Background: an optimization exercise with open tools, aiming at small area. Do not read the settings as production practice. Where RTL was checked, it was by simulation tests only, not by an equivalence proof against the original. Power is estimated from default activity; no workload was simulated. No driver is modelled on the clock port, so clocking that relies on it looks cheaper here than on a real chip.

==> trial 79 <==
==> flow/design.v (excerpt) <==
module mon_unit (
    input             clk,
    input             rst,
    input             cfg_we,
    input             cfg_enable,
    input             cfg_tel_en,
    input             cfg_lim_en,
    input      [63:0] cfg_origin,
    input      [31:0] cfg_width,
    input      [63:0] cfg_limit_lo,
    input      [63:0] cfg_limit_hi,
    input             s_valid,
    input      [63:0] s_value,
    input      [2:0]  s_flags,
    input             close,
    input             restart,
    input             step,
    input             tel_ack,
    input             evt_ack,
    input      [6:0]  rd_addr,
    output reg [31:0] rd_data,
    output            evt
);
clock: 22.0 ns
lec_check: 0
cap_margin: 20
core_margin: 2
core_utilization: 40
slew_margin: 20
standard.sh (not shown) runs the stock make flow with config.mk's settings and CLKGATE_MAP_FILE= SYNTH_SCRIPT=/design/flow/synth_recipe.tcl, a recipe that flattens the netlist after the stock synthesis.
==> flow/flow/run.sh <==
#!/bin/bash
# The standard layout (standard.sh, unchanged synthesis) with two changes:
# the port buffers are the smallest buffer cell, and the clock tree uses
# larger sink clusters and no dummy loads. make's output goes to make.log;
# each ORFS step keeps its own log under orfs/logs/.
set -euo pipefail
bash standard.sh \
  BUFFER_PORTS_ARGS="-buffer_cell sky130_fd_sc_hd__buf_1" \
  CTS_ARGS="-sink_clustering_enable -repair_clock_nets -dont_use_dummy_load -sink_clustering_size 24 -sink_clustering_max_diameter 110" \
  finish > make.log 2>&1
==> trial 57 (differences from trial 79) <==
--- a/flow/design.v
+++ b/flow/design.v
@@ -64,29 +64,16 @@
                         P[i] = P[i] & P[l];
                     end
             c[0] = cin;
             for (i = 0; i < 66; i = i + 1)
                 c[i+1] = G[i];
             fadd = {c[66], p ^ c[65:0]};
         end
     endfunction
-    function [66:0] radd(input [65:0] a, input [65:0] b, input cin);
-        reg c;
-        reg [65:0] sm;
-        integer i;
-        begin
-            c = cin;
-            for (i = 0; i < 66; i = i + 1) begin
-                sm[i] = a[i] ^ b[i] ^ c;
-                c     = (a[i] & b[i]) | (c & (a[i] ^ b[i]));
-            end
-            radd = {c, sm};
-        end
-    endfunction
     function [32:0] div_step(input [32:0] x, input [31:0] wn);
         reg [66:0] r;
         reg q;
         begin
             r = fadd({33'd0, x}, {33'd0, 1'b1, wn}, 1'b1);
             q = r[33];
             div_step = {q, q ? r[31:0] : x[31:0]};
         end
@@ -123,19 +110,18 @@
     reg [63:0] acc_min, acc_max, acc_sum;
     reg [31:0] acc_count;
     reg        acc_nz;             
     reg [2:0]  acc_sflags;
     reg        acc_partial, acc_stepped, acc_count_sat, acc_sum_sat;
     wire first    = do_clear || !acc_nz;
     wire cnt_full = !first && (&acc_count);
     wire [63:0] b_sum = first ? 64'd0 : acc_sum;
-    wire [66:0] sum_l = radd({52'd0, b_sum[13:0]}, {52'd0, s_value[13:0]}, 1'b0);
-    wire [66:0] sum_h = fadd({16'd0, b_sum[63:14]}, {16'd0, s_value[63:14]}, sum_l[14]);
-    wire [63:0] sum_s = {sum_h[49:0], sum_l[13:0]};
+    wire [66:0] sum_r = fadd({2'd0, b_sum}, {2'd0, s_value}, 1'b0);
+    wire [63:0] sum_s = sum_r[63:0];
     wire        sum_ovf = (b_sum[63] == s_value[63]) && (sum_s[63] != b_sum[63]);
     wire [63:0] sum_next = sum_ovf ? {b_sum[63], {63{~b_sum[63]}}} : sum_s;
     reg [31:0] cnt_inc;
     reg        cc;
     always @* begin
         cc = 1'b1;
         for (k = 0; k < 32; k = k + 1) begin
             cnt_inc[k] = acc_count[k] ^ cc;
@@ -243,33 +229,39 @@
         if (rst)
             evt_r <= 1'b0;
         else if (smp && out_of_limits)
             evt_r <= 1'b1;
         else if (evt_ack_ev)
             evt_r <= 1'b0;
     end
     assign evt = evt_r;
-    wire [66:0] diff_l = radd({44'd0, s_value[21:0]}, {44'd0, ~origin[21:0]}, 1'b1);
-    wire [66:0] diff_h = fadd({{24{s_value[63]}}, s_value[63:22]},
-                              ~{{24{origin[63]}}, origin[63:22]}, diff_l[22]);
-    wire [64:0] diff   = {diff_h[42:0], diff_l[21:0]};
+    wire [66:0] diff_r = fadd({s_value[63], s_value[63], s_value},
+                              ~{origin[63], origin[63], origin}, 1'b1);
+    wire [64:0] diff   = diff_r[64:0];
     reg [36:0] h1_d;
     reg        h1_under, h1_high;
     reg        h1_smp, h1_clear, h1_close, h1_cfg;
     always @(posedge clk) begin
         h1_d     <= diff[36:0];
         h1_under <= diff[64];
         h1_high  <= (diff[63:37] != 27'd0);
     end
     always @(posedge clk) begin
-        h1_smp   <= smp;
-        h1_clear <= do_clear;
-        h1_close <= do_close;
-        h1_cfg   <= do_cfg;
+        if (rst) begin
+            h1_smp   <= 1'b0;
+            h1_clear <= 1'b0;
+            h1_close <= 1'b0;
+            h1_cfg   <= 1'b0;
+        end else begin
+            h1_smp   <= smp;
+            h1_clear <= do_clear;
+            h1_close <= do_close;
+            h1_cfg   <= do_cfg;
+        end
     end
     wire        is_over = !h1_under && (h1_high || ge_u32(h1_d[36:5], ~width_n));
     wire [32:0] st4 = div_step(h1_d[36:4], width_n);
     wire [32:0] st3 = div_step({st4[31:0], h1_d[3]}, width_n);
     wire [32:0] st2 = div_step({st3[31:0], h1_d[2]}, width_n);
     wire [32:0] st1 = div_step({st2[31:0], h1_d[1]}, width_n);
     wire        q0  = st1[31] | ge_u32({st1[30:0], h1_d[0]}, ~width_n);
     reg [5:0]  h2_idx;
@@ -290,32 +282,28 @@
             h2_cfg   <= h1_cfg;
         end
     end
     wire [5:0]  h_idx = h2_idx;
     reg [15:0]   h_val [0:NH-1];
     reg [NH-1:0] h_ok;
     wire [5:0]  rd_h  = rd_addr[5] ? {1'b0, rd_addr[4:0]} : {5'b10000, rd_addr[3]};
     wire [5:0]  h_sel = h2_smp ? h_idx : rd_h;
-    reg  [15:0] h_cur;
-    always @* begin
-        h_cur = 16'd0;
-        for (k = 0; k < NH; k = k + 1)
-            h_cur = h_cur | ({16{h_sel == k && h_ok[k] && !h2_clear}} & h_val[k]);
-    end
+    wire [15:0] h_cur = h_val[h_sel];
+    wire        h_cok = h_ok[h_sel] && !h2_clear;
     reg [15:0] h_add;
     reg        hc;
     always @* begin
         hc = 1'b1;
         for (k = 0; k < 16; k = k + 1) begin
             h_add[k] = h_cur[k] ^ hc;
             hc       = h_cur[k] & hc;
         end
     end
-    wire [15:0] h_inc = h_add | {16{hc}};
+    wire [15:0] h_inc = h_cok ? (h_add | {16{hc}}) : 16'd1;
     always @(posedge clk) begin
         for (k = 0; k < NH; k = k + 1)
             if (h2_smp && h_idx == k)
                 h_val[k] <= h_inc;
     end
     reg [15:0]   res_h [0:NH-1];
     reg [NH-1:0] res_ok;
     always @(posedge clk) begin
@@ -332,24 +320,20 @@
                 res_ok <= h_ok;
             if (h2_clear)
                 h_ok <= {NH{1'b0}};
             for (k = 0; k < NH; k = k + 1)
                 if (h2_smp && h_idx == k)
                     h_ok[k] <= 1'b1;
         end
     end
-    reg  [15:0] res_cur;
-    always @* begin
-        res_cur = 16'd0;
-        for (k = 0; k < NH; k = k + 1)
-            res_cur = res_cur | ({16{rd_h == k && res_ok[k]}} & res_h[k]);
-    end
+    wire [15:0] res_cur = res_h[rd_h];
     wire        bank    = rd_addr[6];
-    wire [15:0] h_word  = bank ? res_cur : h_cur;
+    wire [15:0] h_word  = bank ? (res_ok[rd_h] ? res_cur : 16'd0)
+                               : (h_ok[rd_h]   ? h_cur   : 16'd0);
     wire        nz      = bank ? res_nz : acc_nz;
     wire [7:0]  live_flags = {1'b0, acc_sum_sat, acc_count_sat, acc_stepped,
                               acc_partial, acc_sflags};
     wire [31:0] stat_word  = {enable, 1'b0, skipped, 6'd0, seq};
     reg [31:0] val_word;
     always @* begin
         case ({bank, rd_addr[2:0]})
             4'h0: val_word = acc_min[31:0];
==> flow/run.sh (new file) <==
#!/bin/bash
# synth_recipe.tcl (not shown) runs the flow's synth.tcl, then flattens the netlist and writes it again
# the make line also repeats each setting of config.mk as NAME=value (left out here)
make -C /OpenROAD-flow-scripts/flow DESIGN_CONFIG=/design/flow/config.mk WORK_HOME=/design/flow/orfs CLKGATE_MAP_FILE= SYNTH_SCRIPT=/design/flow/synth_recipe.tcl finish
Settings changed: CORE_UTILIZATION 40 to 55, CTS_BUF_LIST set to sky130_fd_sc_hd__clkbuf_4 sky130_fd_sc_hd__clkbuf_8, PLACE_DENSITY set to 0.7.
removed: flow/flow/run.sh
removed: flow/standard.sh
==> trial 47 (differences from trial 79) <==
==> flow/flow/run.sh (replaced) <==
#!/bin/bash
# The standard layout (standard.sh, unchanged synthesis) with two changes:
# the port buffers are the smallest buffer cell, and the clock tree uses
# larger sink clusters and no dummy loads. make's output goes to make.log;
# each ORFS step keeps its own log under orfs/logs/.
set -euo pipefail
bash standard.sh \
  BUFFER_PORTS_ARGS="-buffer_cell sky130_fd_sc_hd__buf_1" \
  CTS_ARGS="-sink_clustering_enable -repair_clock_nets -dont_use_dummy_load -sink_clustering_size 30 -sink_clustering_max_diameter 130" \
  finish > make.log 2>&1
==> build 12 (differences from trial 79) <==
--- a/flow/design.v
+++ b/flow/design.v
@@ -123,19 +123,19 @@
     reg [63:0] acc_min, acc_max, acc_sum;
     reg [31:0] acc_count;
     reg        acc_nz;             
     reg [2:0]  acc_sflags;
     reg        acc_partial, acc_stepped, acc_count_sat, acc_sum_sat;
     wire first    = do_clear || !acc_nz;
     wire cnt_full = !first && (&acc_count);
     wire [63:0] b_sum = first ? 64'd0 : acc_sum;
-    wire [66:0] sum_l = radd({52'd0, b_sum[13:0]}, {52'd0, s_value[13:0]}, 1'b0);
-    wire [66:0] sum_h = fadd({16'd0, b_sum[63:14]}, {16'd0, s_value[63:14]}, sum_l[14]);
-    wire [63:0] sum_s = {sum_h[49:0], sum_l[13:0]};
+    wire [66:0] sum_l = radd({56'd0, b_sum[9:0]}, {56'd0, s_value[9:0]}, 1'b0);
+    wire [66:0] sum_h = fadd({12'd0, b_sum[63:10]}, {12'd0, s_value[63:10]}, sum_l[10]);
+    wire [63:0] sum_s = {sum_h[53:0], sum_l[9:0]};
     wire        sum_ovf = (b_sum[63] == s_value[63]) && (sum_s[63] != b_sum[63]);
     wire [63:0] sum_next = sum_ovf ? {b_sum[63], {63{~b_sum[63]}}} : sum_s;
     reg [31:0] cnt_inc;
     reg        cc;
     always @* begin
         cc = 1'b1;
         for (k = 0; k < 32; k = k + 1) begin
             cnt_inc[k] = acc_count[k] ^ cc;
@@ -243,33 +243,40 @@
         if (rst)
             evt_r <= 1'b0;
         else if (smp && out_of_limits)
             evt_r <= 1'b1;
         else if (evt_ack_ev)
             evt_r <= 1'b0;
     end
     assign evt = evt_r;
-    wire [66:0] diff_l = radd({44'd0, s_value[21:0]}, {44'd0, ~origin[21:0]}, 1'b1);
-    wire [66:0] diff_h = fadd({{24{s_value[63]}}, s_value[63:22]},
-                              ~{{24{origin[63]}}, origin[63:22]}, diff_l[22]);
-    wire [64:0] diff   = {diff_h[42:0], diff_l[21:0]};
+    wire [66:0] diff_l = radd({50'd0, s_value[15:0]}, {50'd0, ~origin[15:0]}, 1'b1);
+    wire [66:0] diff_h = fadd({{18{s_value[63]}}, s_value[63:16]},
+                              ~{{18{origin[63]}}, origin[63:16]}, diff_l[16]);
+    wire [64:0] diff   = {diff_h[48:0], diff_l[15:0]};
     reg [36:0] h1_d;
     reg        h1_under, h1_high;
     reg        h1_smp, h1_clear, h1_close, h1_cfg;
     always @(posedge clk) begin
         h1_d     <= diff[36:0];
         h1_under <= diff[64];
         h1_high  <= (diff[63:37] != 27'd0);
     end
     always @(posedge clk) begin
-        h1_smp   <= smp;
-        h1_clear <= do_clear;
-        h1_close <= do_close;
-        h1_cfg   <= do_cfg;
+        if (rst) begin
+            h1_smp   <= 1'b0;
+            h1_clear <= 1'b0;
+            h1_close <= 1'b0;
+            h1_cfg   <= 1'b0;
+        end else begin
+            h1_smp   <= smp;
+            h1_clear <= do_clear;
+            h1_close <= do_close;
+            h1_cfg   <= do_cfg;
+        end
     end
     wire        is_over = !h1_under && (h1_high || ge_u32(h1_d[36:5], ~width_n));
     wire [32:0] st4 = div_step(h1_d[36:4], width_n);
     wire [32:0] st3 = div_step({st4[31:0], h1_d[3]}, width_n);
     wire [32:0] st2 = div_step({st3[31:0], h1_d[2]}, width_n);
     wire [32:0] st1 = div_step({st2[31:0], h1_d[1]}, width_n);
     wire        q0  = st1[31] | ge_u32({st1[30:0], h1_d[0]}, ~width_n);
     reg [5:0]  h2_idx;
@@ -290,32 +297,28 @@
             h2_cfg   <= h1_cfg;
         end
     end
     wire [5:0]  h_idx = h2_idx;
     reg [15:0]   h_val [0:NH-1];
     reg [NH-1:0] h_ok;
     wire [5:0]  rd_h  = rd_addr[5] ? {1'b0, rd_addr[4:0]} : {5'b10000, rd_addr[3]};
     wire [5:0]  h_sel = h2_smp ? h_idx : rd_h;
-    reg  [15:0] h_cur;
-    always @* begin
-        h_cur = 16'd0;
-        for (k = 0; k < NH; k = k + 1)
-            h_cur = h_cur | ({16{h_sel == k && h_ok[k] && !h2_clear}} & h_val[k]);
-    end
+    wire [15:0] h_cur = h_val[h_sel];
+    wire        h_cok = h_ok[h_sel] && !h2_clear;
     reg [15:0] h_add;
     reg        hc;
     always @* begin
         hc = 1'b1;
         for (k = 0; k < 16; k = k + 1) begin
             h_add[k] = h_cur[k] ^ hc;
             hc       = h_cur[k] & hc;
         end
     end
-    wire [15:0] h_inc = h_add | {16{hc}};
+    wire [15:0] h_inc = h_cok ? (h_add | {16{hc}}) : 16'd1;
     always @(posedge clk) begin
         for (k = 0; k < NH; k = k + 1)
             if (h2_smp && h_idx == k)
                 h_val[k] <= h_inc;
     end
     reg [15:0]   res_h [0:NH-1];
     reg [NH-1:0] res_ok;
     always @(posedge clk) begin
@@ -332,24 +335,20 @@
                 res_ok <= h_ok;
             if (h2_clear)
                 h_ok <= {NH{1'b0}};
             for (k = 0; k < NH; k = k + 1)
                 if (h2_smp && h_idx == k)
                     h_ok[k] <= 1'b1;
         end
     end
-    reg  [15:0] res_cur;
-    always @* begin
-        res_cur = 16'd0;
-        for (k = 0; k < NH; k = k + 1)
-            res_cur = res_cur | ({16{rd_h == k && res_ok[k]}} & res_h[k]);
-    end
+    wire [15:0] res_cur = res_h[rd_h];
     wire        bank    = rd_addr[6];
-    wire [15:0] h_word  = bank ? res_cur : h_cur;
+    wire [15:0] h_word  = bank ? (res_ok[rd_h] ? res_cur : 16'd0)
+                               : (h_ok[rd_h]   ? h_cur   : 16'd0);
     wire        nz      = bank ? res_nz : acc_nz;
     wire [7:0]  live_flags = {1'b0, acc_sum_sat, acc_count_sat, acc_stepped,
                               acc_partial, acc_sflags};
     wire [31:0] stat_word  = {enable, 1'b0, skipped, 6'd0, seq};
     reg [31:0] val_word;
     always @* begin
         case ({bank, rd_addr[2:0]})
             4'h0: val_word = acc_min[31:0];
==> flow/flow/run.sh (replaced) <==
#!/bin/bash
# The standard layout (standard.sh, unchanged synthesis) with these changes:
# the port buffers are the smallest buffer cell; the clock tree uses larger
# sink clusters and no dummy loads; after global routing, cells
# off the critical paths are downsized (power recovery, any footprint).
# make's output goes to make.log; each ORFS step keeps its own log under
# orfs/logs/.
set -euo pipefail
bash standard.sh \
  BUFFER_PORTS_ARGS="-buffer_cell sky130_fd_sc_hd__buf_1" \
  CTS_ARGS="-sink_clustering_enable -repair_clock_nets -dont_use_dummy_load -sink_clustering_size 20 -sink_clustering_max_diameter 100" \
  RECOVER_POWER=100 MATCH_CELL_FOOTPRINT=0 \
  finish > make.log 2>&1
==> impl_results.md <==
- Status: complete, no violations
- Worst Reg-to-Reg Cells: 58
- Avg Inst Size Synth: 13.36 um2
- Die Span X: 472.2 um
- Final Util: 0.4367
- #MultiIn Comb: roughly 4000
- Reg clk slew, reported paths: around 100 ps
- Initial Util: 0.4029
- Iteration count of the initial detailed-routing pass: 6
- Number of CTS-inserted buffers: 91
- Fillers: ~20000
- Syn Nets: approximately 7200
- Xor and xnor area share after synthesis: 0.01149
- Inverter count: 397
- Cell family with most CP delay: adder cells
- Met2 Resource Use GR: 0.4436
- Leakage power: around 33 nW
- Post-synthesis sequential area ratio: 0.6413
Source of the figures above: trial 79

==> impl_results.md <==
- Status: failed layout checks
- SO Faults: capacitance limit, slew limit
- Die Span X: between 400 and 500 um
- Final Util: 0.4394
- Xor and xnor area share after synthesis: 0.01431
- Avg Inst Size Synth: 13.15 um2
- Reg clk slew, reported paths: approximately 90 ps
- Post-synthesis sequential area ratio: 0.6378
- Max-slew violation count: ~2200
- Maxcap violations: 64
- Cell family with most CP delay: compound AO/OA/AOI/OAI gates
Source of the figures above: build 12

==> impl_results.md <==
- Status: complete, no violations
- Iteration count of the initial detailed-routing pass: 9
- Inverter count: roughly 390
- Xor and xnor area share after synthesis: 0.01545
- Final Util: 0.6383
- Initial Util: 0.5544
- Cell family with most CP delay: compound AO/OA/AOI/OAI gates
- Clk cell area share: 0.06138
- Reg clk slew, reported paths: around 60 ps
- Avg Inst Size Synth: ~13 um2
- Fillers: ~12000
- Die Span X: between 400 and 500 um
- Clock skew: between 90 and 100 ps
- Top flop regs: h_val: 544 flops, res_h: 544 flops
- Post-synthesis sequential area ratio: 0.6316
- Number of CTS-inserted buffers: between 300 and 400
- Post-cts sizing count: 0
- Die height: ~410 um
- #MultiIn Comb: between 4000 and 5000
- Leakage power: around 37 nW
- Worst Reg-to-Reg Cells: 73
Source of the figures above: trial 57

==> impl_results.md <==
- Status: complete, no violations
- Iteration count of the initial detailed-routing pass: 9
- Syn Nets: 7217
- Leakage power: 32.83 nW
- Synth unique cells: between 100 and 150
- #MultiIn Comb: 3950
- Inverter count: ~400
- Avg Inst Size Synth: around 13 um2
- Die Span X: roughly 470 um
- Reg clk slew, reported paths: around 120 ps
- Met2 Resource Use GR: 0.4412
- Final Util: 0.4348
- Post-synthesis sequential area ratio: 0.6413
- Postcts setup bufs: 0
- Number of CTS-inserted buffers: 75
- Xor and xnor area share after synthesis: 0.01149
- Fillers: a little under 20000
- Worst Reg-to-Reg Cells: between 60 and 70
- Cell family with most CP delay: adder cells
Source of the figures above: trial 47

The RTL of trial 57 was laid out without a check of its function.

-- what the ideal ports hide --
In the flow no input, the clock included, has a driving cell. The finished layouts below were timed again as built, in two steps.
Step 1 sets driving cells, clkbuf_16 on the clock port and buf_2 on the other inputs (assumed; they add their load-dependent delay and slew).
Step 2 moves the port delays by t, midway between the first and last clock arrival at a register: inputs arrive t later, outputs are due t later. That takes back most of the time a late clock gives input paths.
Slacks: ideal / step 1 / step 2; pairs: ideal / step 1.
| run | t (ns) | setup WS [ns] | worst register clock-pin slew, ns | pins driven straight from the clock port |
|---|---|---|---|---|
| trial 79 | 0.852 | 2.996 / 3.071 / 2.219 | 0.11 / 0.11 | 1 |
| trial 57 | 1.108 | 3.574 / 3.574 / 3.574 | 0.07 / 0.07 | 1 |
| trial 47 | 0.834 | 3.012 / 3.084 / 2.250 | 0.12 / 0.12 | 1 |
| build 12 | 0.856 | 2.129 / 2.183 / 1.328 | 0.09 / 0.09 | 1 |
For build 12, which loses most, drivers alone change the setup slack by +0.054 ns; drivers and shift together by -0.801 ns.
